What follows belongs to an exercise in optimizing a design on an open flow for small area; a production flow would make more cautious choices. Function was checked by simulation only, so behaviour that the tests miss may differ from the original. No activity file was given, so power comes from the tool's default toggle rates.

--- flow/run.sh ---
#!/bin/bash
# synth_recipe.tcl (not shown) runs the flow's synth.tcl, then flattens the netlist and writes it again
# the make line also repeats each setting of config.mk as NAME=value (left out here)
make -C /OpenROAD-flow-scripts/flow DESIGN_CONFIG=/design/flow/config.mk WORK_HOME=/design/flow/orfs CLKGATE_MAP_FILE= SYNTH_SCRIPT=/design/flow/synth_recipe.tcl finish
--- flow/config.mk ---
export PLATFORM = sky130hd
export DESIGN_NAME = sinc4_decim
export DESIGN_NICKNAME = sinc4_decim
export VERILOG_FILES = /design/flow/design.v
export SDC_FILE = /design/flow/constraint.sdc
export NUM_CORES = 4
export LEC_CHECK = 0
export ABC_AREA = 1
export CAP_MARGIN = 20
export CORE_MARGIN = 2
export CORE_UTILIZATION = 60
export CTS_BUF_LIST = sky130_fd_sc_hd__clkbuf_8
export CTS_CLUSTER_DIAMETER = 60
export CTS_CLUSTER_SIZE = 20
export SLEW_MARGIN = 20
export SYNTH_HIERARCHICAL = 1
export SYNTH_MEMORY_MAX_BITS = 16384
--- flow/constraint.sdc ---
create_clock -name core_clock -period 20.0 [get_ports {clk}]
set_input_delay 4.0000 -clock core_clock [delete_from_list [all_inputs] [get_ports {clk}]]
set_output_delay 4.0000 -clock core_clock [all_outputs]
set_load 0.01 [all_outputs]
--- flow/design.v ---
module sinc4_decim (
    input  wire        clk,
    input  wire        rst,         
    input  wire        in_valid,
    input  wire [8:0]  in_bits,
    output wire        out_valid,
    output wire [3:0]  out_lane,
    output wire [18:0] out_data
);
    reg  [69:0] ring [0:8];
    reg  [8:0]  lb;      
    reg  [3:0]  age;     
    reg  [4:0]  ql;      
    reg         dbl;     
    reg         xo;      
    reg  [3:0]  lane;    
    reg         clr;     
    wire        stb   = in_valid & ~rst;
    wire        pl    = ~age[3] | (age == 4'd8);
    wire        dact  = dbl & (age == 4'd0);
    wire        xn    = pl & lb[lane];
    wire        xold  = dact & xo;
    wire        q25   = dact & (ql == 5'd0);
    wire        shift = pl & ((ql == 5'd24) | q25);
    wire [3:0]  lnext = (lane == 4'd8) ? 4'd0 : lane + 4'd1;
    wire [56:0] k;
    wire [6:0] rsel = {(q25 ? 5'd25 : ql), xold, xn};
    wire rn66, rn67, rn68, rn69, rn70, rn71, rn72, rn74;
    wire rn76, rn77, rn78, rn79, rn80, rn81, rn82, rn83;
    wire rn84, rn85, rn87, rn88, rn90, rn91, rn93, rn94;
    wire rn95, rn96, rn97, rn98, rn99, rn100, rn101, rn102;
    wire rn103, rn104, rn105, rn106, rn107, rn108, rn109, rn110;
    wire rn111, rn112, rn113, rn114, rn115, rn116, rn117, rn118;
    wire rn119, rn120, rn121, rn122, rn123, rn124, rn125, rn126;
    wire rn127, rn128, rn129, rn130, rn131, rn132, rn133, rn134;
    wire rn135, rn136, rn137, rn138, rn139, rn140, rn141, rn142;
    wire rn144, rn145, rn146, rn147, rn148, rn149, rn150, rn151;
    wire rn152, rn153, rn154, rn155, rn156, rn157, rn158, rn159;
    wire rn160, rn161, rn162, rn163, rn164, rn165, rn166, rn167;
    wire rn168, rn169, rn170, rn171, rn172, rn173, rn174, rn175;
    wire rn176, rn177, rn178, rn179, rn180, rn181, rn182, rn183;
    wire rn184, rn185, rn186, rn187, rn188, rn189, rn190, rn191;
    wire rn192, rn193, rn194, rn195, rn196, rn197, rn198, rn199;
    wire rn200, rn201, rn202, rn203, rn204, rn205, rn206, rn207;
    wire rn208, rn209, rn210, rn211, rn212, rn213, rn214, rn215;
    wire rn216, rn217, rn218, rn219, rn220, rn221, rn222, rn223;
    wire rn224, rn225, rn226, rn227, rn228, rn229, rn230, rn231;
    wire rn233, rn234, rn235, rn236, rn237, rn238, rn240, rn241;
    wire rn242, rn243, rn244, rn245, rn246, rn247, rn248, rn249;
    wire rn250, rn251, rn252, rn253, rn254, rn255, rn256, rn257;
    wire rn258, rn259, rn260, rn261, rn262, rn263, rn264, rn265;
    wire rn266, rn267, rn268, rn269, rn270, rn271, rn272, rn273;
    wire rn274, rn275, rn276, rn277, rn278, rn279, rn280, rn281;
    wire rn282, rn284, rn285, rn286, rn287, rn288, rn289, rn290;
    wire rn291, rn292, rn293, rn294, rn295, rn296, rn297, rn298;
    wire rn299, rn300, rn301, rn302, rn303, rn304, rn305, rn306;
    wire rn307, rn308, rn309, rn310, rn311, rn312, rn313, rn314;
    wire rn315, rn316, rn317, rn319, rn320, rn321, rn322, rn323;
    wire rn324, rn325, rn326, rn327, rn328, rn329, rn330, rn331;
    wire rn332, rn334, rn335, rn336, rn338, rn339, rn340, rn341;
    wire rn342, rn343, rn345, rn346, rn347, rn348, rn349, rn351;
    wire rn352, rn353, rn354, rn355, rn357, rn358, rn359, rn360;
    wire rn361, rn362, rn363, rn364, rn365, rn366, rn367, rn368;
    wire rn369, rn370, rn371, rn372, rn374, rn375, rn376, rn377;
    wire rn378, rn379, rn380, rn381, rn382, rn383, rn384, rn385;
    wire rn386, rn387, rn388, rn389, rn390, rn391, rn392, rn393;
    wire rn394, rn395, rn396, rn397, rn398, rn399, rn400, rn402;
    wire rn403, rn404, rn405, rn406, rn407, rn408, rn409, rn410;
    wire rn411, rn413, rn414, rn415, rn416, rn417, rn418, rn419;
    wire rn420, rn421, rn422, rn424, rn425, rn426, rn427, rn428;
    wire rn429, rn430, rn431, rn432, rn433, rn435, rn436, rn437;
    wire rn438, rn439, rn440, rn441, rn442, rn443, rn444, rn445;
    wire rn446, rn447, rn448, rn449, rn450, rn451, rn452, rn454;
    wire rn456, rn457, rn458, rn459, rn460, rn464, rn465, rn466;
    wire rn467, rn468, rn470, rn471, rn472, rn473, rn474, rn475;
    wire rn476, rn477, rn478, rn480, rn481, rn482, rn483, rn485;
    wire rn486, rn487, rn489, rn490, rn491, rn493, rn494, rn495;
    wire rn496, rn497, rn498, rn499, rn500, rn501, rn502, rn503;
    wire rn504, rn505, rn506, rn507, rn508, rn509, rn510, rn512;
    wire rn513, rn515, rn516, rn517, rn519, rn520, rn521, rn522;
    wire rn524, rn526, rn528, rn529, rn530, rn531, rn532, rn534;
    wire rn535, rn536, rn537, rn538, rn540, rn541, rn542, rn543;
    wire rn544, rn545, rn546, rn548, rn549, rn550, rn552, rn553;
    wire rn555, rn556, rn557, rn558, rn559, rn560, rn561, rn562;
    wire rn563, rn564, rn566, rn567, rn569, rn570, rn572, rn573;
    wire rn574, rn576, rn577, rn579, rn580, rn581, rn582, rn584;
    wire rn585, rn586, rn587, rn588, rn589, rn591, rn592, rn593;
    wire rn594, rn595, rn596, rn597, rn599, rn600, rn601, rn602;
    wire rn603, rn604, rn606, rn607, rn609, rn611;
  assign rn66 = ~rsel[1] & rsel[2];
  assign rn67 = ~rsel[0] & ~rsel[2];
  assign rn68 = ~rn66 & ~rn67;
  assign rn69 = ~rsel[3] & rn68;
  assign rn70 = ~rsel[3] & ~rsel[4];
  assign rn71 = rsel[5] & rsel[6];
  assign rn72 = ~rn70 & rn71;
  assign k[0] = rn69 & ~rn72;
  assign rn74 = rsel[4] & ~rn71;
  assign k[1] = rn68 & rn74;
  assign rn76 = ~rsel[5] & rn68;
  assign rn77 = rsel[0] & rsel[2];
  assign rn78 = rsel[1] & ~rsel[2];
  assign rn79 = ~rn77 & ~rn78;
  assign rn80 = ~rsel[2] & ~rsel[3];
  assign rn81 = rn74 & ~rn80;
  assign rn82 = ~rsel[5] & ~rsel[6];
  assign rn83 = rn70 & rn78;
  assign rn84 = ~rn82 & rn83;
  assign rn85 = ~rn81 & ~rn84;
  assign k[14] = ~rn79 & ~rn85;
  assign rn87 = rn76 & ~k[14];
  assign rn88 = ~rn76 & k[14];
  assign k[30] = rn87 | rn88;
  assign rn90 = k[1] & ~k[30];
  assign rn91 = ~k[1] & k[30];
  assign k[2] = rn90 | rn91;
  assign rn93 = rsel[4] & ~rsel[5];
  assign rn94 = rsel[3] & rsel[4];
  assign rn95 = rsel[0] & rsel[1];
  assign rn96 = ~rn94 & ~rn95;
  assign rn97 = ~rsel[0] & ~rsel[1];
  assign rn98 = rsel[2] & rsel[3];
  assign rn99 = ~rn80 & ~rn98;
  assign rn100 = rn95 & rn99;
  assign rn101 = ~rsel[3] & ~rn79;
  assign rn102 = rsel[3] & rn95;
  assign rn103 = ~rsel[2] & rn95;
  assign rn104 = ~rsel[3] & rn78;
  assign rn105 = ~rn69 & ~rn104;
  assign rn106 = ~rn103 & ~rn105;
  assign rn107 = ~rn102 & ~rn106;
  assign rn108 = ~rn101 & ~rn107;
  assign rn109 = rsel[3] & rn77;
  assign rn110 = ~rn104 & ~rn109;
  assign rn111 = ~rn97 & rn110;
  assign rn112 = ~rn108 & rn111;
  assign rn113 = ~rn68 & ~rn112;
  assign rn114 = ~rn100 & ~rn113;
  assign rn115 = ~rn97 & ~rn114;
  assign rn116 = ~rn96 & rn115;
  assign rn117 = rn78 & ~rn94;
  assign rn118 = ~rsel[1] & rn109;
  assign rn119 = ~rn117 & ~rn118;
  assign rn120 = ~rsel[5] & ~rn119;
  assign rn121 = rsel[5] & ~rn97;
  assign rn122 = rn79 & rn121;
  assign rn123 = ~rsel[4] & ~rsel[5];
  assign rn124 = rn77 & rn123;
  assign rn125 = ~rn122 & ~rn124;
  assign rn126 = ~rn120 & rn125;
  assign rn127 = ~rsel[6] & rn126;
  assign rn128 = ~rsel[4] & rn102;
  assign rn129 = ~rsel[0] & rn83;
  assign rn130 = ~rn128 & ~rn129;
  assign rn131 = rn127 & rn130;
  assign rn132 = ~rn116 & rn131;
  assign rn133 = ~rsel[6] & ~rn132;
  assign rn134 = rsel[3] & rn103;
  assign rn135 = ~rn133 & ~rn134;
  assign rn136 = rn93 & ~rn135;
  assign rn137 = ~rsel[6] & rn95;
  assign rn138 = rsel[4] & ~rn104;
  assign rn139 = rsel[5] & ~rsel[6];
  assign rn140 = ~rsel[5] & rsel[6];
  assign rn141 = ~rn139 & ~rn140;
  assign rn142 = rn138 & ~rn141;
  assign k[27] = rn137 & ~rn142;
  assign rn144 = ~rn69 & rn79;
  assign rn145 = rn139 & ~rn144;
  assign rn146 = ~k[27] & rn145;
  assign rn147 = rsel[4] & rn146;
  assign rn148 = ~rsel[3] & ~rn95;
  assign rn149 = ~rn123 & ~rn148;
  assign rn150 = ~rn97 & ~rn149;
  assign rn151 = ~rsel[3] & ~rn77;
  assign rn152 = ~rn66 & ~rn78;
  assign rn153 = ~rn151 & ~rn152;
  assign rn154 = ~rsel[4] & ~rn77;
  assign rn155 = ~rn153 & rn154;
  assign rn156 = rn150 & rn155;
  assign rn157 = ~rn147 & ~rn156;
  assign rn158 = ~rn136 & rn157;
  assign rn159 = ~rn79 & rn140;
  assign rn160 = rn158 & rn159;
  assign rn161 = ~rsel[1] & rn94;
  assign rn162 = ~rsel[6] & ~rn161;
  assign rn163 = ~rn128 & rn162;
  assign rn164 = rsel[5] & rn70;
  assign rn165 = rn114 & rn149;
  assign rn166 = ~rn79 & rn99;
  assign rn167 = ~rsel[5] & rn70;
  assign rn168 = ~rn166 & ~rn167;
  assign rn169 = rn110 & rn150;
  assign rn170 = ~rn168 & rn169;
  assign rn171 = ~rn165 & ~rn170;
  assign rn172 = rn164 & ~rn171;
  assign rn173 = rsel[6] & rn83;
  assign rn174 = ~rsel[4] & rsel[5];
  assign rn175 = ~rsel[6] & rn174;
  assign rn176 = rsel[3] & ~rn97;
  assign rn177 = ~rn77 & rn176;
  assign rn178 = rn175 & rn177;
  assign rn179 = ~rn173 & ~rn178;
  assign rn180 = ~rn172 & rn179;
  assign rn181 = rsel[6] & ~rn70;
  assign rn182 = rn121 & ~rn181;
  assign rn183 = ~rn79 & rn182;
  assign rn184 = rsel[4] & rn78;
  assign rn185 = ~rn183 & ~rn184;
  assign rn186 = rn180 & rn185;
  assign rn187 = rn163 & ~rn186;
  assign rn188 = ~rn99 & rn187;
  assign rn189 = ~rsel[6] & ~rn97;
  assign rn190 = ~rn95 & rn189;
  assign rn191 = rn123 & rn190;
  assign rn192 = rn93 & ~rn137;
  assign rn193 = rsel[4] & rn189;
  assign rn194 = ~rn192 & rn193;
  assign rn195 = ~rn191 & ~rn194;
  assign rn196 = ~rn188 & ~rn195;
  assign rn197 = rn82 & rn114;
  assign rn198 = rn70 & rn71;
  assign rn199 = ~rn79 & rn198;
  assign rn200 = rn68 & ~rn94;
  assign rn201 = ~rn166 & ~rn184;
  assign rn202 = rn200 & ~rn201;
  assign rn203 = ~rn140 & ~rn142;
  assign rn204 = rsel[0] & ~rsel[5];
  assign rn205 = rsel[1] & ~rsel[5];
  assign rn206 = ~rn83 & rn205;
  assign rn207 = ~rn204 & ~rn206;
  assign rn208 = ~rn95 & rn207;
  assign rn209 = ~rn203 & ~rn208;
  assign rn210 = ~rn202 & rn209;
  assign rn211 = ~rn200 & rn210;
  assign rn212 = ~rn199 & ~rn211;
  assign rn213 = ~rn197 & rn212;
  assign rn214 = rn67 & rn205;
  assign rn215 = rn213 & rn214;
  assign rn216 = ~rn196 & ~rn215;
  assign rn217 = ~rn160 & rn216;
  assign rn218 = ~rsel[4] & ~rn217;
  assign rn219 = rsel[4] & rn166;
  assign rn220 = ~rn122 & ~rn219;
  assign rn221 = rn160 & rn220;
  assign rn222 = rn150 & rn198;
  assign rn223 = ~rsel[1] & rn77;
  assign rn224 = ~rn70 & rn140;
  assign rn225 = rn223 & rn224;
  assign rn226 = ~rn222 & ~rn225;
  assign rn227 = ~rsel[4] & ~rn226;
  assign rn228 = rn68 & rn175;
  assign rn229 = ~rn227 & ~rn228;
  assign rn230 = ~rsel[6] & ~rn220;
  assign rn231 = rn229 & ~rn230;
  assign k[46] = rn221 | ~rn231;
  assign rn233 = ~rn192 & ~k[46];
  assign rn234 = ~rn77 & rn114;
  assign rn235 = ~rn223 & ~rn234;
  assign rn236 = rn74 & ~rn235;
  assign rn237 = rn183 & ~rn236;
  assign rn238 = ~rn183 & rn236;
  assign k[15] = rn237 | rn238;
  assign rn240 = ~rn95 & k[15];
  assign rn241 = k[46] & rn240;
  assign rn242 = ~rn233 & ~rn241;
  assign rn243 = rsel[4] & rsel[5];
  assign rn244 = ~rn123 & ~rn243;
  assign rn245 = ~rn78 & ~rn95;
  assign rn246 = ~rsel[3] & ~rn245;
  assign rn247 = ~rn244 & rn246;
  assign rn248 = rsel[5] & rn109;
  assign rn249 = rn103 & ~rn243;
  assign rn250 = rn176 & rn245;
  assign rn251 = ~rn249 & ~rn250;
  assign rn252 = ~rn248 & rn251;
  assign rn253 = ~rn247 & rn252;
  assign rn254 = rn93 & ~rn97;
  assign rn255 = rn253 & rn254;
  assign rn256 = ~rn114 & rn123;
  assign rn257 = rn229 & ~rn256;
  assign rn258 = ~rn104 & ~rn134;
  assign rn259 = ~rn250 & rn258;
  assign rn260 = ~rn257 & ~rn259;
  assign rn261 = ~rn255 & ~rn260;
  assign rn262 = ~rsel[5] & ~rn138;
  assign rn263 = ~rn261 & rn262;
  assign rn264 = rn94 & rn245;
  assign rn265 = ~rn79 & rn204;
  assign rn266 = rn70 & ~rn265;
  assign rn267 = ~rn264 & ~rn266;
  assign rn268 = ~rn140 & ~rn198;
  assign rn269 = ~rn97 & ~rn268;
  assign rn270 = ~rn95 & ~rn269;
  assign rn271 = ~rn267 & ~rn270;
  assign rn272 = ~rn142 & ~rn271;
  assign rn273 = rn108 & ~rn272;
  assign rn274 = rsel[6] & rn172;
  assign rn275 = ~rn273 & ~rn274;
  assign rn276 = ~rn263 & rn275;
  assign rn277 = rn95 & rn160;
  assign rn278 = ~rn115 & ~k[15];
  assign rn279 = rn82 & ~rn102;
  assign rn280 = ~rn107 & rn174;
  assign rn281 = ~rsel[6] & rn280;
  assign rn282 = ~rn279 & ~rn281;
  assign k[10] = ~rn278 & ~rn282;
  assign rn284 = rn151 & rn152;
  assign rn285 = ~rn153 & ~rn284;
  assign rn286 = k[10] & rn285;
  assign rn287 = rn276 & ~rn286;
  assign rn288 = rn255 & rn287;
  assign rn289 = rn277 & ~rn288;
  assign rn290 = ~rn139 & rn207;
  assign rn291 = ~rn127 & ~rn290;
  assign rn292 = ~rn289 & rn291;
  assign rn293 = ~rn66 & ~rn292;
  assign rn294 = ~rn276 & ~rn293;
  assign rn295 = ~rsel[3] & rsel[4];
  assign rn296 = ~rn184 & ~rn295;
  assign rn297 = rn140 & ~rn296;
  assign rn298 = ~rn175 & ~rn297;
  assign rn299 = ~rn79 & ~rn298;
  assign rn300 = ~rn148 & rn254;
  assign rn301 = ~rn177 & rn300;
  assign rn302 = ~rn95 & rn243;
  assign rn303 = rn189 & ~rn302;
  assign rn304 = ~rn301 & rn303;
  assign rn305 = ~rn299 & rn304;
  assign rn306 = ~rn294 & rn305;
  assign rn307 = k[30] & rn306;
  assign rn308 = rsel[4] & ~rsel[6];
  assign rn309 = ~rn307 & ~rn308;
  assign rn310 = ~rn253 & ~rn309;
  assign rn311 = rsel[3] & rn310;
  assign rn312 = ~rn242 & ~rn311;
  assign rn313 = rn242 & rn310;
  assign rn314 = ~rn109 & ~rn189;
  assign rn315 = rn259 & rn314;
  assign rn316 = ~rn313 & ~rn315;
  assign rn317 = ~rn312 & rn316;
  assign k[3] = rn218 | rn317;
  assign rn319 = rsel[6] & rn123;
  assign rn320 = ~rn112 & ~rn301;
  assign rn321 = ~rsel[4] & ~rsel[6];
  assign rn322 = ~rn140 & ~rn321;
  assign rn323 = rn112 & rn322;
  assign rn324 = ~rn320 & ~rn323;
  assign rn325 = ~rn288 & rn324;
  assign rn326 = rn68 & rn324;
  assign rn327 = rn288 & ~rn326;
  assign rn328 = ~rn325 & ~rn327;
  assign rn329 = rn95 & ~rn127;
  assign rn330 = rn83 & ~rn329;
  assign rn331 = rn133 & rn243;
  assign rn332 = ~rn330 & ~rn331;
  assign k[37] = ~rn328 | ~rn332;
  assign rn334 = rn226 & ~k[37];
  assign rn335 = rn319 & ~rn334;
  assign rn336 = ~rn299 & ~rn335;
  assign k[4] = rn310 | ~rn336;
  assign rn338 = rn171 & rn189;
  assign rn339 = ~rn218 & ~rn338;
  assign rn340 = ~rsel[3] & k[10];
  assign rn341 = ~rn100 & ~rn340;
  assign rn342 = rsel[3] & rn277;
  assign rn343 = rn216 & ~rn271;
  assign k[24] = rn342 | ~rn343;
  assign rn345 = ~rn341 & k[24];
  assign rn346 = ~rn277 & ~rn345;
  assign rn347 = ~rn339 & rn346;
  assign rn348 = ~rn294 & rn347;
  assign rn349 = ~rn328 & ~rn348;
  assign k[42] = rn95 & ~rn268;
  assign rn351 = ~rn324 & k[42];
  assign rn352 = ~rn207 & ~rn351;
  assign rn353 = ~rn349 & rn352;
  assign rn354 = ~rn134 & rn187;
  assign rn355 = rn207 & rn354;
  assign k[5] = rn353 | rn355;
  assign rn357 = ~k[27] & k[4];
  assign rn358 = ~rn93 & rn95;
  assign rn359 = ~rsel[3] & rn204;
  assign rn360 = ~rn358 & rn359;
  assign rn361 = ~rsel[0] & rn243;
  assign rn362 = ~rn204 & ~rn295;
  assign rn363 = ~rn361 & rn362;
  assign rn364 = ~rn97 & ~rn363;
  assign rn365 = ~rn360 & rn364;
  assign rn366 = ~rn357 & ~rn365;
  assign rn367 = rn171 & ~rn366;
  assign rn368 = rn126 & rn366;
  assign rn369 = ~rn367 & ~rn368;
  assign rn370 = rn139 & rn369;
  assign rn371 = rn142 & ~rn253;
  assign rn372 = rn261 & ~rn371;
  assign k[38] = rn370 | ~rn372;
  assign rn374 = ~rsel[5] & rn138;
  assign rn375 = ~rn198 & ~rn374;
  assign rn376 = ~rn288 & ~rn375;
  assign rn377 = k[38] & rn376;
  assign rn378 = ~rn114 & ~rn377;
  assign rn379 = ~rn298 & ~rn378;
  assign rn380 = ~rsel[6] & ~rn123;
  assign rn381 = ~rn319 & ~rn380;
  assign rn382 = rn68 & ~rn381;
  assign rn383 = ~rsel[5] & ~rn295;
  assign rn384 = rn382 & rn383;
  assign rn385 = ~rn379 & ~rn384;
  assign rn386 = rn114 & rn164;
  assign rn387 = ~rsel[5] & rn83;
  assign rn388 = ~rn386 & ~rn387;
  assign rn389 = ~rn189 & rn388;
  assign rn390 = rn104 & rn321;
  assign rn391 = ~rn389 & ~rn390;
  assign rn392 = ~rn313 & rn391;
  assign rn393 = rn385 & rn392;
  assign rn394 = ~k[42] & ~rn393;
  assign rn395 = rn166 & ~rn394;
  assign rn396 = rn269 & ~rn375;
  assign rn397 = ~rn395 & rn396;
  assign rn398 = ~rn190 & rn203;
  assign rn399 = ~rn95 & ~rn203;
  assign rn400 = ~rn398 & ~rn399;
  assign k[26] = ~rn397 & rn400;
  assign rn402 = rn229 & ~rn313;
  assign rn403 = rn183 & ~rn402;
  assign rn404 = rsel[6] & rn151;
  assign rn405 = rn254 & rn404;
  assign rn406 = ~rn183 & ~rn405;
  assign rn407 = rn229 & rn406;
  assign rn408 = ~rn403 & ~rn407;
  assign rn409 = ~k[26] & rn408;
  assign rn410 = rsel[4] & ~rn287;
  assign rn411 = ~rn218 & ~rn410;
  assign k[31] = rn409 | ~rn411;
  assign rn413 = ~rsel[6] & k[31];
  assign rn414 = ~rn108 & ~k[15];
  assign rn415 = rn82 & ~rn414;
  assign rn416 = ~rn123 & ~rn415;
  assign rn417 = ~rn181 & ~rn348;
  assign rn418 = ~rn366 & rn417;
  assign rn419 = ~rn83 & ~rn157;
  assign rn420 = ~rn175 & ~rn419;
  assign rn421 = ~rn417 & ~rn420;
  assign rn422 = rn366 & rn421;
  assign k[8] = rn418 | rn422;
  assign rn424 = ~rn416 & ~k[8];
  assign rn425 = ~rn405 & ~rn424;
  assign rn426 = ~rn413 & rn425;
  assign rn427 = ~rsel[6] & rn166;
  assign rn428 = k[37] & rn427;
  assign rn429 = ~rsel[6] & ~rn394;
  assign rn430 = ~k[37] & ~rn395;
  assign rn431 = ~rn429 & rn430;
  assign rn432 = ~rn428 & ~rn431;
  assign rn433 = ~rn426 & rn432;
  assign k[6] = rn281 | rn433;
  assign rn435 = rn138 & ~rn324;
  assign rn436 = ~rn426 & rn435;
  assign rn437 = ~rn83 & rn354;
  assign rn438 = ~rn436 & rn437;
  assign rn439 = rn132 & rn438;
  assign rn440 = ~rn331 & ~rn439;
  assign rn441 = rn276 & rn440;
  assign rn442 = ~rn95 & ~rn441;
  assign rn443 = ~rn137 & ~rn442;
  assign rn444 = k[6] & ~rn443;
  assign rn445 = rn99 & ~rn365;
  assign rn446 = ~rn99 & rn365;
  assign rn447 = rn123 & ~rn446;
  assign rn448 = ~rn445 & rn447;
  assign rn449 = ~rn382 & rn448;
  assign rn450 = k[4] & rn449;
  assign rn451 = ~k[4] & rn382;
  assign rn452 = ~rn450 & ~rn451;
  assign k[7] = rn444 | ~rn452;
  assign rn454 = ~rn285 & rn305;
  assign k[9] = rn438 | rn454;
  assign rn456 = ~rsel[4] & ~rn151;
  assign rn457 = rn137 & ~rn243;
  assign rn458 = ~rn456 & rn457;
  assign rn459 = rn123 & ~rn137;
  assign rn460 = rn306 & rn459;
  assign k[11] = rn458 | rn460;
  assign k[12] = rn123 & rn137;
  assign k[13] = ~rn72 & rn166;
  assign rn464 = k[30] & rn168;
  assign rn465 = ~rn348 & ~rn464;
  assign rn466 = rn397 & rn465;
  assign rn467 = rsel[6] & ~rn466;
  assign rn468 = rn388 & rn467;
  assign k[16] = ~rn132 & ~rn468;
  assign rn470 = rn180 & rn213;
  assign rn471 = rn440 & rn470;
  assign rn472 = ~rsel[5] & ~rn471;
  assign rn473 = rn83 & ~rn472;
  assign rn474 = rn345 & ~rn471;
  assign rn475 = rn114 & rn321;
  assign rn476 = rn465 & rn475;
  assign rn477 = ~rn292 & ~rn476;
  assign rn478 = ~rn474 & rn477;
  assign k[17] = rn473 | ~rn478;
  assign rn480 = rn82 & ~rn456;
  assign rn481 = rn112 & rn480;
  assign rn482 = ~rn471 & rn481;
  assign rn483 = rn471 & ~rn481;
  assign k[18] = ~rn482 & ~rn483;
  assign rn485 = ~rn296 & rn305;
  assign rn486 = ~rn405 & ~k[12];
  assign rn487 = ~rn485 & rn486;
  assign k[19] = ~rn441 | ~rn487;
  assign rn489 = rn68 & ~rn77;
  assign rn490 = ~rn375 & rn489;
  assign rn491 = ~rn342 & ~rn490;
  assign k[20] = rn348 | ~rn491;
  assign rn493 = ~k[2] & rn183;
  assign rn494 = rn114 & ~rn140;
  assign rn495 = ~rn493 & rn494;
  assign rn496 = ~rn171 & ~rn495;
  assign rn497 = rn157 & rn207;
  assign rn498 = ~rn432 & rn497;
  assign rn499 = rsel[6] & ~rn271;
  assign rn500 = ~rn280 & ~rn499;
  assign rn501 = rsel[2] & rn95;
  assign rn502 = ~rn500 & ~rn501;
  assign rn503 = ~rn138 & ~rn502;
  assign rn504 = ~rn114 & ~rn374;
  assign rn505 = ~rn271 & ~rn504;
  assign rn506 = k[3] & ~rn505;
  assign rn507 = ~rsel[6] & rn506;
  assign rn508 = ~rn502 & ~rn507;
  assign rn509 = rn138 & ~rn508;
  assign rn510 = ~rn503 & ~rn509;
  assign k[23] = ~rn498 & rn510;
  assign rn512 = ~rsel[6] & ~rn369;
  assign rn513 = k[23] & rn512;
  assign k[21] = rn496 | rn513;
  assign rn515 = rsel[6] & ~rn465;
  assign rn516 = ~rn172 & ~rn476;
  assign rn517 = ~rn515 & rn516;
  assign k[22] = rn436 | ~rn517;
  assign rn519 = ~rn97 & ~rn203;
  assign rn520 = ~rn329 & ~rn519;
  assign rn521 = ~rn70 & ~rn96;
  assign rn522 = rn467 & rn521;
  assign k[25] = ~rn520 & ~rn522;
  assign rn524 = rsel[3] & ~rn71;
  assign k[28] = rn68 & rn524;
  assign rn526 = ~rn335 & ~rn415;
  assign k[32] = rn408 | ~rn526;
  assign rn528 = ~rn270 & rn433;
  assign rn529 = rn157 & ~rn301;
  assign rn530 = ~rn203 & ~rn529;
  assign rn531 = ~rn199 & ~rn530;
  assign rn532 = ~rn306 & rn531;
  assign k[33] = rn528 | ~rn532;
  assign rn534 = rn107 & ~k[4];
  assign rn535 = ~rn174 & ~rn534;
  assign rn536 = rn174 & rn534;
  assign rn537 = ~rn535 & ~rn536;
  assign rn538 = rn432 & rn537;
  assign k[34] = ~rn158 | rn538;
  assign rn540 = ~rn152 & rn254;
  assign rn541 = ~rn260 & ~rn540;
  assign rn542 = ~rn151 & ~rn541;
  assign rn543 = ~rn280 & ~rn480;
  assign rn544 = ~rn101 & ~rn218;
  assign rn545 = ~rn543 & ~rn544;
  assign rn546 = ~rn542 & ~rn545;
  assign k[35] = rn294 | ~rn546;
  assign rn548 = rn420 & ~rn448;
  assign rn549 = ~rn253 & ~rn548;
  assign rn550 = ~rn481 & ~rn549;
  assign k[36] = rn377 | ~rn550;
  assign rn552 = ~rn98 & rn358;
  assign rn553 = rn420 & rn552;
  assign k[39] = ~rn394 & ~rn553;
  assign rn555 = rn190 & ~rn387;
  assign rn556 = rn137 & rn387;
  assign rn557 = ~rn555 & ~rn556;
  assign rn558 = ~rn182 & rn557;
  assign rn559 = rn393 & rn558;
  assign rn560 = ~rn393 & ~rn557;
  assign rn561 = ~rn98 & rn321;
  assign rn562 = rn182 & ~rn561;
  assign rn563 = rn226 & rn562;
  assign rn564 = ~rn560 & ~rn563;
  assign k[40] = rn559 | ~rn564;
  assign rn566 = ~rsel[5] & ~rn394;
  assign rn567 = ~rn270 & ~rn329;
  assign k[41] = ~rn566 & rn567;
  assign rn569 = ~rsel[6] & rn167;
  assign rn570 = ~rn72 & ~rn110;
  assign k[43] = ~rn569 & rn570;
  assign rn572 = ~k[1] & ~rn84;
  assign rn573 = rn183 & ~rn572;
  assign rn574 = ~rn183 & rn572;
  assign k[45] = ~rn573 & ~rn574;
  assign rn576 = rn146 & rn259;
  assign rn577 = ~rn172 & ~rn576;
  assign k[47] = ~rn385 | ~rn577;
  assign rn579 = ~rn98 & rn413;
  assign rn580 = rn82 & ~rn301;
  assign rn581 = ~rn506 & ~rn580;
  assign rn582 = ~rn498 & rn581;
  assign k[48] = ~rn579 & rn582;
  assign rn584 = rsel[6] & rn409;
  assign rn585 = ~rn78 & rn331;
  assign rn586 = ~rn109 & ~rn358;
  assign rn587 = rn140 & ~rn586;
  assign rn588 = rn180 & ~rn587;
  assign rn589 = ~rn585 & rn588;
  assign k[49] = rn584 | ~rn589;
  assign rn591 = rsel[4] & ~rn385;
  assign rn592 = rn159 & ~rn591;
  assign rn593 = ~rn66 & rn295;
  assign rn594 = ~rsel[6] & ~rn593;
  assign rn595 = ~rn118 & rn594;
  assign rn596 = ~rn100 & rn595;
  assign rn597 = rn182 & ~rn596;
  assign k[50] = rn592 | rn597;
  assign rn599 = rn243 & k[38];
  assign rn600 = ~rn259 & rn319;
  assign rn601 = ~rn299 & ~rn490;
  assign rn602 = ~rn163 & ~rn601;
  assign rn603 = rn465 & rn602;
  assign rn604 = ~rn600 & ~rn603;
  assign k[51] = rn599 | ~rn604;
  assign rn606 = ~rn267 & rn397;
  assign rn607 = rn210 & ~rn397;
  assign k[52] = rn606 | rn607;
  assign rn609 = ~rsel[4] & rn277;
  assign k[53] = rn397 | rn609;
  assign rn611 = rn95 & rn192;
  assign k[54] = rn274 | rn611;
  assign k[55] = rn198 & rn501;
  assign k[56] = 1'b0;
  assign k[29] = k[1];
  assign k[44] = k[14];
    wire [69:0] head = ring[8];
    wire [18:0] r0, r1;
    wire [17:0] r2;
    wire [14:0] r3;
    rca #(19, 13) a0 (.a(head[18:0]),  .b(k[12:0]),  .s(r0));
    rca #(19, 15) a1 (.a(head[37:19]), .b(k[27:13]), .s(r1));
    rca #(18, 15) a2 (.a(head[55:38]), .b(k[42:28]), .s(r2));
    rca #(15, 14) a3 (.a({1'b0, head[69:56]}), .b(k[56:43]), .s(r3));
    localparam [69:0] T0 = {14'd0, 18'd2300, 19'd10400, 19'd2925};
    wire [69:0] upd = clr ? (T0 & {70{xn}}) :
                      shift ? {14'd0, 3'd0, r3, 1'b0, r2, r1} : {r3[13:0], r2, r1, r0};
    integer i;
    always @(posedge clk) begin
        ring[0] <= upd;
        for (i = 1; i < 9; i = i + 1)
            ring[i] <= ring[i-1];
    end
    always @(posedge clk) begin
        if (rst) begin
            age  <= 4'd15;
            ql   <= 5'd24;
            dbl  <= 1'b0;
            lane <= 4'd0;
            clr  <= 1'b1;
        end else begin
            lane <= lnext;
            if (lane == 4'd8)
                clr <= 1'b0;
            if (stb) begin
                age <= 4'd0;
                ql  <= (ql == 5'd24) ? 5'd0 : ql + 5'd1;
                dbl <= (age == 4'd7);
            end else if (age != 4'd15) begin
                age <= age + 4'd1;
            end
        end
        if (stb) begin
            lb <= in_bits;
            xo <= lb[lnext];
        end
    end
    assign out_valid = shift;
    assign out_lane  = lane;
    assign out_data  = r0;
endmodule
module rca #(parameter W = 8, parameter WB = 8) (
    input  wire [W-1:0]  a,
    input  wire [WB-1:0] b,
    output wire [W-1:0]  s
);
    wire [W:0] c;
    assign c[0] = 1'b0;
    genvar i;
    generate
        for (i = 0; i < W; i = i + 1) begin : g
            if (i < WB) begin : f
                assign s[i]   = a[i] ^ b[i] ^ c[i];
                assign c[i+1] = (a[i] & b[i]) | (c[i] & (a[i] ^ b[i]));
            end else begin : h
                assign s[i]   = a[i] ^ c[i];
                assign c[i+1] = a[i] & c[i];
            end
        end
    endgenerate
endmodule
==> qor.csv, run 1 <==
stage,metric,value,unit
floorplanning,IO Pins,36,
clock_network,Num CTS Buffers,41,
floorplanning,core area,30590,µm²
place,post-DP HPWL,34060,µm
sta,unrepaired setup endpoints after global routing,no,
power_and_ir_drop,Pwr Density,110.5,nW/µm²
sta,Clock Skews,0.03548,ns
layout,"Design Area, Final",20170,µm²
global_route,vias in the first global route,10873,
synthesis,Synth Area per Inst,12.03,µm²
critical_path,CP most frequent cell,nand2_2,
power_and_ir_drop,P_leak,0.008701,µW
critical_path,required time worst endpoint,16.00,ns
synthesis,post-synthesis simple-gate area fraction,11.53,%
synthesis,"count leader, synth",dfxtp_1,
layout,layout cells sized above 1,9.963,%
critical_path,r2r worst-path depth,65,
hold_path,Min-Delay Endpoint,ring[7][56],
synthesis,Synth Instances,1548,
clock_network,H-tree Lvls,2,
global_route,first-pass GRT wire length,68030,µm
clock_network,Resized cells post-CTS,0,
synthesis,largest family of logic cells by synthesized area,simple AND/OR/NAND/NOR gates,
synthesis,library cells used by synthesis,60,
drt,drc violations,0,
floorplanning,Die ar.,32470,µm²
sta,fin crit period,15.69,ns
clock_network,clk slew on worst S/H paths,0.11,ns
layout,Layout Cells excl Fill,2022,
global_route,largest net degree at the start of global routing,70,
place,# placed instances,1965,
layout,Layout Nets,1702,
drt,Antenna Violating Nets Remaining,0,
synthesis,Synth warnings,8,
sta,worst slew pin tran,0.8805,ns
floorplanning,DIE HEIGHT,180.2,µm
drt,TritonRoute pass-1 iters,6,
sta,Rel. slew slack,41.30,%
floorplanning,row count,64,
clock_network,CTS tree,built,
synthesis,Synth area leaders,"dfxtp_1 (69%), fa_1 (5.7%), nor2_1 (3.2%), nand2_1 (2.9%), inv_1 (2.6%)",
place,Final GP Congestion,1.049,
layout,antenna cells,0,
critical_path,R2R setup slack,7.35,ns
job,max-cap viol count,0,
sta,fmax,63.72,MHz
synthesis,Post-synth EDFFs,10,
floorplanning,Starting Density,60.89,%
critical_path,Crit Reg-Reg Startpoint,ql[2],
synthesis,Synth Area in Compound Gates,6.166,%
drt,WL final,45250,µm
critical_path,FF-to-FF End,ring[0][36],
global_route,GRT overflow,0,
hold_path,Hold Crit Depth,0,
critical_path,startpoint types,flop,
sta,Final Hold Fails,0,
sta,Final Max Slew Viols,0,
drt,via/cell ratio,5.292,
layout,Fillers,2249,
synthesis,Synth Area in XOR/XNOR,0.3762,%
hold_path,worst hold start,ring[6][56],
clock_network,TritonCTS Sinks,655,
status,status,no timing/DRC/antenna violations,
clock_network,Clock Tree Root,clkbuf_8,
sta,setup_tns,0,ns
global_route,busiest grt layer,met2,
synthesis,Yosys reg bits,655,
synthesis,largest area contributor in the netlist,dfxtp_1,
synthesis,sequential-to-total area share from yosys stat,70.93,%
global_route,met3 Use GR,5.255,%
clock_network,Max clock buf depth,3,
drt,via count,10700,
clock_network,Worst-Skew Late Latency,0.60,ns
sta,final setup fails,0,
critical_path,crit-path max cell delay,0.54,ns
critical_path,worst setup path class,reg2out,
drt,initial DRC count,930,
layout,synth-to-layout area growth,8.282,%
place,Buffers on Ports,35,
synthesis,Synth top area share,69.32,%
synthesis,Main synth FF type,dfxtp_1,
global_route,Global Route met2 Usage,43.53,%
synthesis,Synth Area in Adders,7.308,%
global_route,initial antenna violation count,0,
floorplanning,Die Span X,180.2,µm
clock_network,CTS Hold Buffers Added,0,
drt,WL/cell,22.38,µm
global_route,Total GRT Usage,28.14,%
global_route,GR Layer Usage met1,40.23,%
place,Area after DPL,19430,µm²
power_and_ir_drop,worst vdd ir,0.09159,mV
hold_path,type of the worst min-delay path,reg2reg,
synthesis,Synth async-reset ratio,0,%
critical_path,Worst path slowest cell,clkdlybuf4s50_1,
critical_path,crit path DAT,11.69,ns
critical_path,crit path max fanout,17,
synthesis,Syn Std Cell Area,18630,µm²
synthesis,mux share of post-synthesis cell area,0,%
sta,Tcrit/Tclk final,78.47,%
clock_network,post-CTS setup buffers,0,
synthesis,Synth top cells by count,"dfxtp_1 (645), nor2_1 (157), nand2_1 (145)",
critical_path,CP endpoint kind,output pin,
## sequential cells by signal, indices dropped and copies added, names as in the netlist
| register | count |
|---|---|
| lb | 9 |
| xo | 1 |
| lane | 4 |
| ql | 5 |
| ring | 630 |
| age | 4 |
| dbl | 1 |
| clr | 1 |
## report_power, final
group	leakage, µW	total, µW	switching, µW	internal (µW)
Clock	0.000386	595	377	218
Sequential	0.00531	1400	24.3	1370
Combinational	0.00300	238	169	69.2
## per-layer routing
layer  vias up  wire length [µm]
met5         -                39
met4         2              1517
met3        98              3093
met2       367             20290
met1      5216             20310
li1       5017                 -
## layout by cell type (no fill, tap or decap), types with 2 or more instances in the layout
cell               n
inv_1            136
o21ai_0           95
or2_2              3
o21bai_1           2
o31ai_1           13
nand3_1           32
clkdlybuf4s50_1   35
nand2_2           30
o21ai_1            4
nor2_1           156
nand4_1           12
conb_1             3
dfxtp_1          645
nor3_1            12
o21ai_2            2
clkbuf_8          43
buf_4              8
a21oi_1           42
fa_1              53
edfxtp_1          10
o22ai_1            3
inv_2             17
xnor2_1            2
nor2_8             3
inv_4              2
nand3_2           11
a211oi_1           2
nand2_1          145
o2111ai_1          4
a31oi_1            4
nand2_4           10
o221ai_1           2
inv_6              2
nor2_2             8
nor2_4             7
nand3b_1           2
xor2_1             6
o211ai_1           8
nand3_4            2
ha_1              24
## through the flow
step	worst slack, ns	total power [µW]	utilization [%]	hold WS, ns
CTS	4.535	2236	65.88	0.3268
detailed placement	5.171	1657	63.52	0.3121
global route	3.807	2307	65.94	0.3271
finish	4.306	2228	65.94	0.3222
floorplan	7.869	1553	-	0.3096
global placement	4.897	1655	63.52	0.3095
## logic make-up after synthesis
family | Yosys count
AO/OA/AOI/OAI | 195
other | 1
flip-flops | 655
AND/OR/NAND/NOR | 437
adder cells (fa/ha/maj) | 77
buffers and inverters | 175
XOR/XNOR | 8
## critical path: cells and delay by family, from the launching register on
| kind | cells | cell delay, ns |
|---|---|---|
| AOI/OAI and AO/OA | 2 | 0.22 |
| buffers and inverters | 7 | 1.90 |
| DFF | 1 | 0.48 |
| and+or+nand+nor | 40 | 4.69 |
| adders and majority gates | 12 | 3.77 |
## final cells by class
type | count | area (µm²) | share of cell area, %
Clock buffer | 43 | 591.8 | 2.934
Clock inverter | 13 | 130.1 | 0.6452
Inverter | 151 | 571.8 | 2.835
Multi-Input combinational cell | 720 | 4742 | 23.51
Sequential cell | 655 | 13210 | 65.51
Tap cell | 396 | 495.5 | 2.457
Timing Repair Buffer | 44 | 425.4 | 2.109
## how the worst max path moves through the flow
stage | from | end | slack (ns) | depth (start not counted)
2_1_floorplan | ql[0] | out_data[18] | 7.87 | 49
3_3_place_gp | ql[2] | out_data[18] | 4.90 | 61
3_5_place_dp | ql[2] | out_data[18] | 5.17 | 61
4_1_cts | ql[2] | out_data[18] | 4.54 | 61
5_1_grt | ql[2] | out_data[18] | 3.81 | 61
6_report | ql[2] | out_data[18] | 4.31 | 61
==> run 2, diff against run 1 <==
==> flow/flow/run.sh (new file) <==
#!/bin/bash
# Own layout flow: the standard synthesis, then the combinational logic between the
# registers re-mapped by ABC for area (the registers, their names and cell types are kept),
# then the standard layout from floorplan on, with the ports buffered by buf_1.
# Each tool writes its full output to a log file in this folder.
set -euo pipefail
W=$(pwd)
F=$W/flow
P=$FLOW_HOME/platforms/$FLOW_PLATFORM
LIB=$P/lib/sky130_fd_sc_hd__tt_025C_1v80.lib
R=$W/orfs/results/$FLOW_PLATFORM/sinc4_decim/base
YOSYS=$(command -v yosys || echo $FLOW_HOME/../tools/install/yosys/bin/yosys)

# 1. standard synthesis
bash standard.sh synth > $W/flow_1_synth.log 2>&1

# 2. re-map the logic between the registers
cp $R/1_2_yosys.v $W/synth_standard.v
python3 $F/lib2v.py $LIB > $W/cells_func.v
DU=$(sed -n '/DONT_USE_CELLS/,/^#/p' $P/config.mk | grep -o 'sky130_fd_sc_hd__[A-Za-z0-9_]*' | sed 's/^/-dont_use /' | tr '\n' ' ')
cat > $W/remap.ys <<EOS

read_verilog $W/cells_func.v
read_verilog $W/synth_standard.v
hierarchy -top $FLOW_TOP
flatten
read_liberty -lib $LIB
opt_clean -purge
techmap
opt -fast
abc -liberty $LIB $DU -script $F/remap.abc
opt_clean -purge
setundef -zero
hilomap -singleton -hicell sky130_fd_sc_hd__conb_1 HI -locell sky130_fd_sc_hd__conb_1 LO
splitnets
opt_clean -purge
insbuf -buf sky130_fd_sc_hd__buf_4 A X
check -assert -mapped
tee -o $W/remap_stat.txt stat -liberty $LIB
write_verilog -noattr -nohex -nodec $W/synth_remapped.v
EOS
$YOSYS -l $W/flow_2_remap.log -q -s $W/remap.ys
cp $W/synth_remapped.v $R/1_2_yosys.v
rm -f $R/1_synth.odb $R/1_synth.sdc

# 3. standard layout from the re-mapped netlist
bash standard.sh "BUFFER_PORTS_ARGS=-buffer_cell sky130_fd_sc_hd__buf_1" finish > $W/flow_3_layout.log 2>&1
test -s $W/out/final.def
==> flow/flow/lib2v.py (new file) <==
#!/usr/bin/env python3
# Writes Verilog models of a liberty file's cells: combinational cells as their function
# attributes, the others (flip-flops, latches, cells without a function) as black boxes.
import re, sys
txt = open(sys.argv[1]).read()
out = []
for m in re.finditer(r'\n\s*cell\s*\(\s*"?(\w+)"?\s*\)\s*\{', txt):
    name = m.group(1)
    start = m.end()
    nxt = re.search(r'\n\s*cell\s*\(', txt[start:])
    body = txt[start:start + nxt.start()] if nxt else txt[start:]
    seq = re.search(r'\b(ff|latch|statetable)\s*\(', body) is not None
    pins = re.findall(r'\bpin\s*\(\s*"?(\w+)"?\s*\)\s*\{(.*?)\n\s{8}\}', body, re.S)
    ins, outs, ok = [], [], True
    for pn, pb in pins:
        d = re.search(r'direction\s*:\s*"?(\w+)"?', pb)
        if not d:
            continue
        if d.group(1) == 'input':
            ins.append(pn)
        elif d.group(1) in ('output', 'inout'):
            f = re.search(r'\bfunction\s*:\s*"([^"]*)"', pb)
            if not f or re.search(r'three_state', pb):
                ok = False
            outs.append((pn, f.group(1) if f else None))
    if not outs:
        continue
    ports = ", ".join(["input " + p for p in ins] + ["output " + p for p, _ in outs])
    if seq or not ok:
        out.append("(* blackbox *)\nmodule %s(%s);\nendmodule" % (name, ports))
        continue
    out.append("module %s(%s);" % (name, ports))
    for p, f in outs:
        out.append("  assign %s = %s;" % (p, f.replace('!', '~')))
    out.append("endmodule")
print("\n".join(out))
==> flow/flow/remap.abc (new file) <==
strash
&get -n
&st
&dch
&nf -R 1000
&put
==> flow/standard.sh (new file) <==
#!/bin/bash
# synth_recipe.tcl (not shown) runs the flow's synth.tcl, then flattens the netlist and writes it again
# the make line also repeats each setting of config.mk as NAME=value (left out here)
make -C /OpenROAD-flow-scripts/flow DESIGN_CONFIG=/design/flow/config.mk WORK_HOME=/design/flow/orfs CLKGATE_MAP_FILE= SYNTH_SCRIPT=/design/flow/synth_recipe.tcl "${@:-finish}"
removed: flow/run.sh
==> qor.csv, run 2 <==
stage,metric,value,unit
status,status,no timing/DRC/antenna violations,
sta,Tcrit/Tclk final,93.76,%
hold_path,type of the worst min-delay path,reg2reg,
critical_path,startpoint types,flop,
drt,via/cell ratio,5.550,
drt,drc violations,0,
layout,Fillers,2089,
clock_network,Num CTS Buffers,41,
global_route,vias in the first global route,11100,
place,Final GP Congestion,1.028,
layout,antenna cells,0,
critical_path,required time worst endpoint,16.00,ns
power_and_ir_drop,Seq pwr share,63.0,%
floorplanning,row count,63,
power_and_ir_drop,P_leak,0.007391,µW
sta,final setup fails,0,
place,Buffers on Ports,35,
sta,worst slew pin tran,1.174,ns
clock_network,H-tree Lvls,2,
sta,Final Max Slew Viols,0,
clock_network,Clock Tree Root,clkbuf_8,
critical_path,Worst path slowest cell,nor4b_2,
critical_path,CP most frequent cell,nor2_1,
layout,max FFs per register,630,
layout,"most common cell after layout, fill and taps aside",dfxtp_1,
layout,most frequent cells in the layout,"dfxtp_1 (644), nor2_1 (136), nand2_1 (119), xnor2_1 (76), o21ai_0 (69)",
sta,Rel. slew slack,21.52,%
sta,Clock Skews,0.02836,ns
sta,fin crit period,18.75,ns
clock_network,CTS Hold Buffers Added,0,
layout,Layout Cells excl Fill,1933,
floorplanning,Starting Density,60.67,%
drt,via count,10728,
clock_network,Max clock buf depth,3,
floorplanning,Die Span X,176.9,µm
power_and_ir_drop,worst vdd ir,0.09693,mV
sta,fmax,53.33,MHz
drt,Antenna Violating Nets Remaining,0,
power_and_ir_drop,total power,2211,µW
global_route,first-pass GRT wire length,68550,µm
power_and_ir_drop,Switching Power,571.1,µW
sta,hold slack,0.3213,ns
drt,TritonRoute pass-1 iters,5,
global_route,initial antenna violation count,0,
global_route,GRT overflow,0,
floorplanning,IO Pins,36,
drt,WL final,45480,µm
critical_path,CP endpoint kind,output pin,
place,# placed instances,1879,
synthesis,Syn Std Cell Area,17930,µm²
layout,fin util,65.21,%
clock_network,TritonCTS Sinks,655,
layout,top flop regs,"ring: 630 flops, lb: 9 flops, ql: 5 flops",
layout,layout cells sized above 1,5.509,%
synthesis,Synth Instances,1457,
layout,Layout Nets,1545,
power_and_ir_drop,Pwr Density,114.7,nW/µm²
sta,Final Hold Fails,0,
power_and_ir_drop,P_int,1640,µW
global_route,largest net degree at the start of global routing,50,
power_and_ir_drop,share of total power in combinational logic,10.8,%
clock_network,clk slew on worst S/H paths,0.11,ns
synthesis,Synth warnings,8,
place,post-DP HPWL,33600,µm
clock_network,CTS tree,built,
drt,initial DRC count,685,
critical_path,crit path DAT,14.75,ns
drt,WL/cell,23.53,µm
floorplanning,Die ar.,31290,µm²
clock_network,Worst-Skew Late Latency,0.60,ns
synthesis,Synth Area per Inst,12.31,µm²
power_and_ir_drop,Clk pwr share,26.3,%
critical_path,worst setup path class,reg2out,
critical_path,crit-path max cell delay,0.55,ns
layout,synth-to-layout area growth,7.493,%
job,max-cap viol count,0,
layout,largest register by flop count,ring,
global_route,Total GRT Usage,29.74,%
floorplanning,core area,29560,µm²
power_and_ir_drop,Sw Ratio,25.83,%
floorplanning,DIE HEIGHT,176.9,µm
critical_path,crit path max fanout,13,
-- run 2: stage by stage --
step | area [µm²] | setup TNS [ns] | worst slack (ns)
6_report | 19280 | 0 | 1.249
5_1_grt | 19280 | -0.02733 | -0.02733
4_1_cts | 19230 | 0 | 0.5268
3_5_place_dp | 18540 | 0 | 1.240
3_3_place_gp | 18540 | 0 | 1.916
2_1_floorplan | 17930 | 0 | 4.460
-- run 2: path summary, 6_finish.rpt --
path                                  start           end  slack, ns  cells past startpoint
worst min-delay path            ring[0][32]   ring[1][32]       0.32                      0
worst max register to register      lane[0]   ring[0][37]       3.35                     61
worst max-delay path                lane[0]  out_data[18]       1.25                     63
worst min register to register  ring[0][32]   ring[1][32]       0.32                      0
-- run 2: critical path: cells and delay by family (launching register included) --
kind / cells / cell delay (ns)
and+or+nand+nor: 33 / 6.78
buffers and inverters: 5 / 0.78
xor gates and xnor gates: 1 / 0.24
adders and majority gates: 2 / 0.64
DFF: 1 / 0.44
AOI/OAI and AO/OA: 22 / 5.26
-- run 2: cell type report --
class | count | area [µm²] | area share [%]
Sequential cell | 655 | 13210 | 68.55
Tap cell | 390 | 488.0 | 2.531
Clock inverter | 10 | 96.34 | 0.4998
Timing Repair Buffer | 56 | 309.0 | 1.603
Multi-Input combinational cell | 752 | 4477 | 23.22
Clock buffer | 43 | 591.8 | 3.070
Inverter | 27 | 101.3 | 0.5257
-- run 2: per-layer routing --
metal / GRT usage [%] / vias up / wire (µm) / part of all wire [%]
met2: 49.69 / 404 / 21530 / 47
met1: 38.63 / 5162 / 19230 / 42
met3: 4.360 / 135 / 2539 / 5.6
met5: 0 / - / 0 / 0
met4: 13.05 / 0 / 2182 / 4.8
li1: - / 5027 / - / -
-- run 2: repair_timing --
| item | 4_1_cts | 5_1_grt |
|---|---|---|
| buffers inserted | 0 | 0 |
| setup endpoints to repair | 0 | 6 |
| gates resized for setup | 0 | 7 |
-- run 2: power by group through the flow --
stage	Sequential, µW	Clock (µW)	Combinational [µW]
detailed placement	1420	0	229
floorplan	1410	0	145
global route	1400	636	249
finish	1390	581	238
global placement	1420	0	232
CTS	1390	591	230
==> run 3, diff against run 2 <==
--- a/flow/flow/run.sh
+++ b/flow/flow/run.sh
@@ -27,2 +27,3 @@
 read_liberty -lib $LIB
+rename -hide w:* i:* %d o:* %d
 opt_clean -purge
@@ -36,3 +37,2 @@
 opt_clean -purge
-insbuf -buf sky130_fd_sc_hd__buf_4 A X
 check -assert -mapped
@@ -46,3 +46,3 @@
 # 3. standard layout from the re-mapped netlist
-bash standard.sh "BUFFER_PORTS_ARGS=-buffer_cell sky130_fd_sc_hd__buf_1" finish > $W/flow_3_layout.log 2>&1
+bash standard.sh "BUFFER_PORTS_ARGS=-buffer_cell sky130_fd_sc_hd__buf_1" "CTS_ARGS=-sink_clustering_enable -repair_clock_nets -sink_clustering_size 30 -sink_clustering_max_diameter 50 -buf_list sky130_fd_sc_hd__clkbuf_8 sky130_fd_sc_hd__clkbuf_16 -sink_clustering_buffer sky130_fd_sc_hd__clkbuf_16 -dont_use_dummy_load" finish > $W/flow_3_layout.log 2>&1
 test -s $W/out/final.def
==> qor.csv, run 3 <==
stage,metric,value,unit
place,Final GP Congestion,1.072,
place,Buffers on Ports,35,
floorplanning,IO Pins,36,
synthesis,Synth Area per Inst,12.39,µm²
place,Area after DPL,18570,µm²
place,# placed instances,1878,
status,stage reached,clock tree synthesis (4_1_cts),
status,status,stopped before the end,
floorplanning,DIE HEIGHT,176.1,µm
synthesis,Synth warnings,8,
floorplanning,Die Span X,176.1,µm
synthesis,Syn Std Cell Area,17760,µm²
status,tool error,[ERROR STA-0564] clock_tree_synthesis positional arguments not supported.,
floorplanning,row count,62,
floorplanning,Starting Density,61.38,%
place,dpl ws,1.835,ns
place,post-DP HPWL,34750,µm
synthesis,Synth Instances,1434,
## run 3: worst min path at each step
stage          cells after the start  slack [ns]           to
2_1_floorplan                      0        0.31   ring[1][0]
3_3_place_gp                       0        0.31  ring[7][43]
3_5_place_dp                       0        0.31  ring[1][42]
## run 3: power groups by stage
stage          clock [µW]  combinational (µW)  sequential (µW)
3_3_place_gp            0                 237             1420
3_5_place_dp            0                 234             1420
2_1_floorplan           0                 137             1410
## run 3: through the flow
step | util [%] | total power [µW]
after floorplan | - | 1548
after global placement | 64.18 | 1653
after detailed placement | 64.18 | 1656
==> run 4, diff against run 3 <==
--- a/flow/flow/run.sh
+++ b/flow/flow/run.sh
@@ -46,3 +46,3 @@
 # 3. standard layout from the re-mapped netlist
-bash standard.sh "BUFFER_PORTS_ARGS=-buffer_cell sky130_fd_sc_hd__buf_1" "CTS_ARGS=-sink_clustering_enable -repair_clock_nets -sink_clustering_size 30 -sink_clustering_max_diameter 50 -buf_list sky130_fd_sc_hd__clkbuf_8 sky130_fd_sc_hd__clkbuf_16 -sink_clustering_buffer sky130_fd_sc_hd__clkbuf_16 -dont_use_dummy_load" finish > $W/flow_3_layout.log 2>&1
+bash standard.sh "BUFFER_PORTS_ARGS=-buffer_cell sky130_fd_sc_hd__buf_1" "CTS_ARGS=-sink_clustering_enable -repair_clock_nets -sink_clustering_size 30 -sink_clustering_max_diameter 50 -buf_list sky130_fd_sc_hd__clkbuf_16 -sink_clustering_buffer sky130_fd_sc_hd__clkbuf_16 -dont_use_dummy_load" finish > $W/flow_3_layout.log 2>&1
 test -s $W/out/final.def
==> qor.csv, run 4 <==
stage,metric,value,unit
status,status,no timing/DRC/antenna violations,
power_and_ir_drop,Pwr Density,120.4,nW/µm²
sta,Tcrit/Tclk final,93.61,%
clock_network,post-CTS setup buffers,0,
synthesis,Syn Std Cell Area,17760,µm²
global_route,vias in the first global route,11461,
synthesis,Synth Area per Inst,12.39,µm²
critical_path,crit path max fanout,13,
drt,via count,10973,
layout,Layout Nets,1545,
power_and_ir_drop,P_leak,0.007515,µW
layout,layout cells sized above 1,4.637,%
critical_path,Crit Reg-Reg Startpoint,lane[0],
clock_network,Worst-Skew Late Latency,0.55,ns
floorplanning,Starting Density,61.38,%
hold_path,Min-Delay Endpoint,ring[5][50],
sta,final setup fails,0,
clock_network,Clock Tree Root,clkbuf_16,
critical_path,crit-path max cell delay,0.56,ns
drt,Antenna Violating Nets Remaining,0,
place,Buffers on Ports,35,
hold_path,worst hold start,ring[4][50],
layout,Layout Cells excl Fill,1915,
critical_path,CP most frequent cell,nor2_1,
global_route,Total GRT Usage,31.91,%
synthesis,Synth Instances,1434,
drt,drc violations,0,
global_route,busiest grt layer,met2,
place,Final GP Congestion,1.072,
global_route,GR Layer Usage met1,40.11,%
floorplanning,row count,62,
floorplanning,DIE HEIGHT,176.1,µm
global_route,first-pass GRT wire length,72990,µm
clock_network,Max clock buf depth,3,
drt,WL/cell,25.51,µm
place,dpl ws,1.835,ns
layout,most frequent cells in the layout,"dfxtp_1 (645), nor2_1 (137), nand2_1 (119), xnor2_1 (76), o21ai_0 (69)",
critical_path,r2r worst-path depth,65,
layout,"most common cell after layout, fill and taps aside",dfxtp_1,
layout,largest register by flop count,ring,
clock_network,clk slew on worst S/H paths,0.09,ns
layout,synth-to-layout area growth,9.891,%
layout,"Design Area, Final",19520,µm²
sta,Final Hold Fails,0,
layout,max FFs per register,630,
floorplanning,core area,28940,µm²
floorplanning,Die Span X,176.1,µm
floorplanning,Die ar.,30990,µm²
sta,unrepaired setup endpoints after global routing,no,
critical_path,worst setup path class,reg2out,
clock_network,CTS Hold Buffers Added,0,
clock_network,CTS tree,built,
global_route,GRT overflow,0,
job,max-cap viol count,0,
synthesis,Synth warnings,8,
global_route,Global Route met2 Usage,54.92,%
sta,Clock Skews,0.06131,ns
place,Area after DPL,18570,µm²
critical_path,R2R setup slack,3.50,ns
drt,TritonRoute pass-1 iters,5,
critical_path,CP endpoint kind,output pin,
sta,Rel. slew slack,20.28,%
clock_network,Num CTS Buffers,37,
sta,Final Max Slew Viols,0,
sta,fmax,53.41,MHz
power_and_ir_drop,total power,2350,µW
power_and_ir_drop,worst vdd ir,0.1170,mV
global_route,largest net degree at the start of global routing,50,
hold_path,type of the worst min-delay path,reg2reg,
hold_path,Hold Crit Depth,0,
critical_path,Worst path slowest cell,mux4_2,
critical_path,FF-to-FF End,ring[0][18],
clock_network,Resized cells post-CTS,0,
global_route,met3 Use GR,4.371,%
global_route,initial antenna violation count,0,
drt,initial DRC count,962,
place,post-DP HPWL,34750,µm
layout,top flop regs,"ring: 630 flops, lb: 9 flops, ql: 5 flops",
sta,setup_tns,0,ns
critical_path,crit path DAT,14.72,ns
sta,worst slew pin tran,1.193,ns
place,# placed instances,1878,
floorplanning,IO Pins,36,
drt,WL final,48850,µm
sta,Final Worst Setup Slack,1.277,ns
critical_path,required time worst endpoint,16.00,ns
sta,fin crit period,18.72,ns
layout,antenna cells,0,
clock_network,H-tree Lvls,2,
critical_path,startpoint types,flop,
drt,via/cell ratio,5.730,
clock_network,TritonCTS Sinks,655,
## run 4: routing by layer
layer | vias up | part of all wire (%) | wire (µm)
met1 | 5345 | 40 | 19710
li1 | 5019 | - | -
met3 | 150 | 5.8 | 2833
met4 | 0 | 5.3 | 2568
met2 | 459 | 49 | 23740
met5 | - | 0 | 0
## run 4: worst max path at each step
stage / start / endpoint / cells past startpoint
floorplan: lane[0] / out_data[18] / 61
global placement: lane[0] / out_data[18] / 64
detailed placement: lane[0] / out_data[18] / 64
CTS: lane[0] / out_data[18] / 64
global route: lane[0] / out_data[18] / 67
finish: lane[0] / out_data[18] / 67
## run 4: power by group
group          switching (µW)  internal, µW
Sequential               26.8          1370
Combinational             175          71.2
Clock                     381           330
## run 4: through the flow
step	hold slack (ns)	utilization [%]
finish	0.2936	67.45
global route	0.2892	67.45
floorplan	0.3096	-
detailed placement	0.3121	64.18
global placement	0.3095	64.18
CTS	0.2936	67.38
## run 4: worst max-delay path, delay by kind of cell (launching register included)
| family | cells | cell delay [ns] |
|---|---|---|
| multiplexers | 2 | 0.69 |
| flip-flops | 1 | 0.54 |
| AND/OR/NAND/NOR | 29 | 4.73 |
| buffers and inverters | 8 | 1.36 |
| XOR/XNOR | 1 | 0.29 |
| adder cells (fa/ha/maj) | 2 | 0.63 |
| AO/OA/AOI/OAI | 25 | 5.98 |
## run 4: final cells by class
| class | instances | area, µm² |
|---|---|---|
| Sequential cell | 655 | 13210 |
| Fill cell | 1941 | 9418 |
| Multi-Input combinational cell | 752 | 4478 |
| Clock buffer | 37 | 925.9 |
| Tap cell | 384 | 480.5 |
| Timing Repair Buffer | 60 | 319.1 |
| Inverter | 27 | 101.3 |
==> run 5, diff against run 4 <==
--- a/flow/flow/run.sh
+++ b/flow/flow/run.sh
@@ -46,3 +46,3 @@
 # 3. standard layout from the re-mapped netlist
-bash standard.sh "BUFFER_PORTS_ARGS=-buffer_cell sky130_fd_sc_hd__buf_1" "CTS_ARGS=-sink_clustering_enable -repair_clock_nets -sink_clustering_size 30 -sink_clustering_max_diameter 50 -buf_list sky130_fd_sc_hd__clkbuf_16 -sink_clustering_buffer sky130_fd_sc_hd__clkbuf_16 -dont_use_dummy_load" finish > $W/flow_3_layout.log 2>&1
+bash standard.sh "BUFFER_PORTS_ARGS=-buffer_cell sky130_fd_sc_hd__buf_1" "CTS_ARGS=-sink_clustering_enable -repair_clock_nets -sink_clustering_size 20 -sink_clustering_max_diameter 60 -buf_list sky130_fd_sc_hd__clkbuf_8 -dont_use_dummy_load" finish > $W/flow_3_layout.log 2>&1
 test -s $W/out/final.def
--- a/flow/config.mk
+++ b/flow/config.mk
@@ -14,2 +14,3 @@
 export CTS_CLUSTER_SIZE = 20
+export GPL_TIMING_DRIVEN = 0
 export SLEW_MARGIN = 20
==> qor.csv, run 5 <==
stage,metric,value,unit
floorplanning,IO Pins,36,
critical_path,R2R setup slack,2.78,ns
floorplanning,row count,62,
place,Final GP Congestion,0.9975,
layout,layout cells sized above 1,5.145,%
power_and_ir_drop,worst vdd ir,0.08519,mV
sta,fmax,51.73,MHz
critical_path,worst setup path class,reg2out,
global_route,initial antenna violation count,1,
hold_path,worst hold start,ring[4][24],
hold_path,Hold Crit Depth,0,
clock_network,TritonCTS Sinks,655,
drt,drc violations,0,
floorplanning,Die ar.,30990,µm²
drt,initial DRC count,841,
global_route,vias in the first global route,10882,
power_and_ir_drop,Clk pwr share,24.5,%
critical_path,startpoint types,flop,
sta,Tcrit/Tclk final,96.66,%
sta,Final Max Slew Viols,0,
layout,most frequent cells in the layout,"dfxtp_1 (642), nor2_1 (133), nand2_1 (117), xnor2_1 (75), o21ai_0 (64)",
layout,"most common cell after layout, fill and taps aside",dfxtp_1,
global_route,Global Route met2 Usage,45.65,%
sta,final setup fails,0,
layout,Layout Nets,1530,
power_and_ir_drop,Sw Ratio,24.86,%
floorplanning,DIE HEIGHT,176.1,µm
layout,top flop regs,"ring: 630 flops, lb: 9 flops, ql: 5 flops",
drt,Antenna Violating Nets Remaining,0,
synthesis,Syn Std Cell Area,17760,µm²
sta,worst slew pin tran,1.109,ns
global_route,met3 Use GR,4.414,%
critical_path,CP startpoint,lane[1],
power_and_ir_drop,P_leak,0.007290,µW
sta,Rel. slew slack,26.05,%
power_and_ir_drop,total power,2152,µW
drt,WL final,42470,µm
synthesis,Synth Area per Inst,12.39,µm²
drt,via/cell ratio,5.600,
synthesis,Synth warnings,8,
layout,synth-to-layout area growth,7.749,%
layout,largest register by flop count,ring,
critical_path,CP endpoint kind,output pin,
place,post-DP HPWL,31400,µm
power_and_ir_drop,P_int,1617,µW
clock_network,CTS tree,built,
layout,antenna cells,0,
sta,unrepaired setup endpoints after global routing,no,
hold_path,Min-Delay Endpoint,ring[5][24],
clock_network,CTS Hold Buffers Added,0,
critical_path,FF-to-FF End,ring[0][18],
layout,fin util,66.14,%
drt,via count,10640,
global_route,busiest grt layer,met2,
global_route,GRT overflow,0,
sta,Clock Skews,0.06560,ns
place,Buffers on Ports,35,
critical_path,Worst path slowest cell,dfxtp_1,
power_and_ir_drop,share of total power in combinational logic,10.8,%
critical_path,Crit Reg-Reg Startpoint,lane[1],
clock_network,H-tree Lvls,2,
sta,Final Hold Fails,0,
clock_network,Num CTS Buffers,40,
floorplanning,Die Span X,176.1,µm
global_route,largest net degree at the start of global routing,35,
synthesis,Synth Instances,1434,
power_and_ir_drop,Switching Power,534.9,µW
drt,TritonRoute pass-1 iters,5,
critical_path,crit-path max cell delay,0.54,ns
global_route,first-pass GRT wire length,64010,µm
status,status,no timing/DRC/antenna violations,
clock_network,Max clock buf depth,3,
clock_network,clk slew on worst S/H paths,0.11,ns
layout,max FFs per register,630,
critical_path,largest delay contributor family on the critical path,simple AND/OR/NAND/NOR gates,
hold_path,type of the worst min-delay path,reg2reg,
clock_network,Worst-Skew Late Latency,0.56,ns
global_route,GR Layer Usage met1,36.34,%
critical_path,r2r worst-path depth,63,
floorplanning,core area,28940,µm²
critical_path,CP most frequent cell,nor2_1,
power_and_ir_drop,Pwr Density,112.4,nW/µm²
job,max-cap viol count,0,
critical_path,WP buf/inv,5,
drt,WL/cell,22.35,µm
power_and_ir_drop,Seq pwr share,64.7,%
critical_path,crit path DAT,15.33,ns
critical_path,required time worst endpoint,16.00,ns
critical_path,crit path max fanout,13,
sta,fin crit period,19.33,ns
clock_network,Clock Tree Root,clkbuf_8,
global_route,Total GRT Usage,27.70,%
floorplanning,Starting Density,61.38,%
==> run 5: per-stage QoR <==
step                      setup WS, ns  setup TNS (ns)  hold slack (ns)  cells  cell area [µm²]
after floorplan                  4.447               0           0.3096   1434            17760
after global placement          -2.661          -29.41           0.3095   1853            18370
after detailed placement        -1.431          -8.230           0.3121   1859            18480
after CTS                      0.07663               0           0.2473   1899            19070
after global routing           0.03064               0           0.2565   1900            19140
final                           0.6671               0           0.2456   1900            19140
==> run 5: power groups by stage <==
stage,Clock (µW),Combinational [µW],Sequential [µW]
2_1_floorplan,0,137,1410
3_3_place_gp,0,217,1420
3_5_place_dp,0,219,1420
4_1_cts,541,222,1390
5_1_grt,589,243,1400
6_report,528,232,1390
==> run 5: repair_timing <==
item                                    in CTS  in global routing
endpoints found under the setup margin       9                  6
gates resized for setup                     17                 16
pin swaps                                    0                  1
setup buffers                                0                  1
hold endpoints to repair                     0                  0
==> run 5: how the worst max path moves through the flow <==
stage / to / slack (ns) / depth (start not counted)
floorplan: out_data[18] / 4.45 / 61
global placement: out_data[18] / -2.66 / 60
detailed placement: out_data[18] / -1.43 / 63
CTS: out_data[18] / 0.08 / 63
global route: out_data[18] / 0.03 / 64
finish: out_data[18] / 0.67 / 65
==> run 5: area by class of cell <==
type / instances / area, µm²
Fill cell: 2016 / 9798
Clock buffer: 40 / 550.5
Inverter: 27 / 101.3
Timing Repair Buffer: 42 / 224.0
Tap cell: 384 / 480.5
Multi-Input combinational cell: 752 / 4562
Sequential cell: 655 / 13220
==> run 5: worst register-to-register path, delay by kind of cell (launching register included) <==
| family | cells | cell delay (ns) |
|---|---|---|
| AND/OR/NAND/NOR | 27 | 5.82 |
| AO/OA/AOI/OAI | 21 | 5.26 |
| adder cells (fa/ha/maj) | 11 | 4.68 |
| flip-flops | 1 | 0.54 |
| multiplexers | 2 | 0.33 |
| XOR/XNOR | 1 | 0.29 |
| buffers and inverters | 1 | 0.19 |
==> run 5: per-layer routing <==
layer	vias up	part of all wire, %
li1	4981	-
met1	5123	42
met2	404	47
met3	130	6.3
met4	2	4.5
met5	-	0.031

Re-timed with assumed drivers on the ports (clkbuf_16 on the clock, buf_2 on other inputs), run 5 has 0.619 ns of setup slack against 0.667 ns with ideal ports, and 1.202 ns once port delays also move by the mid clock arrival of 0.583 ns.
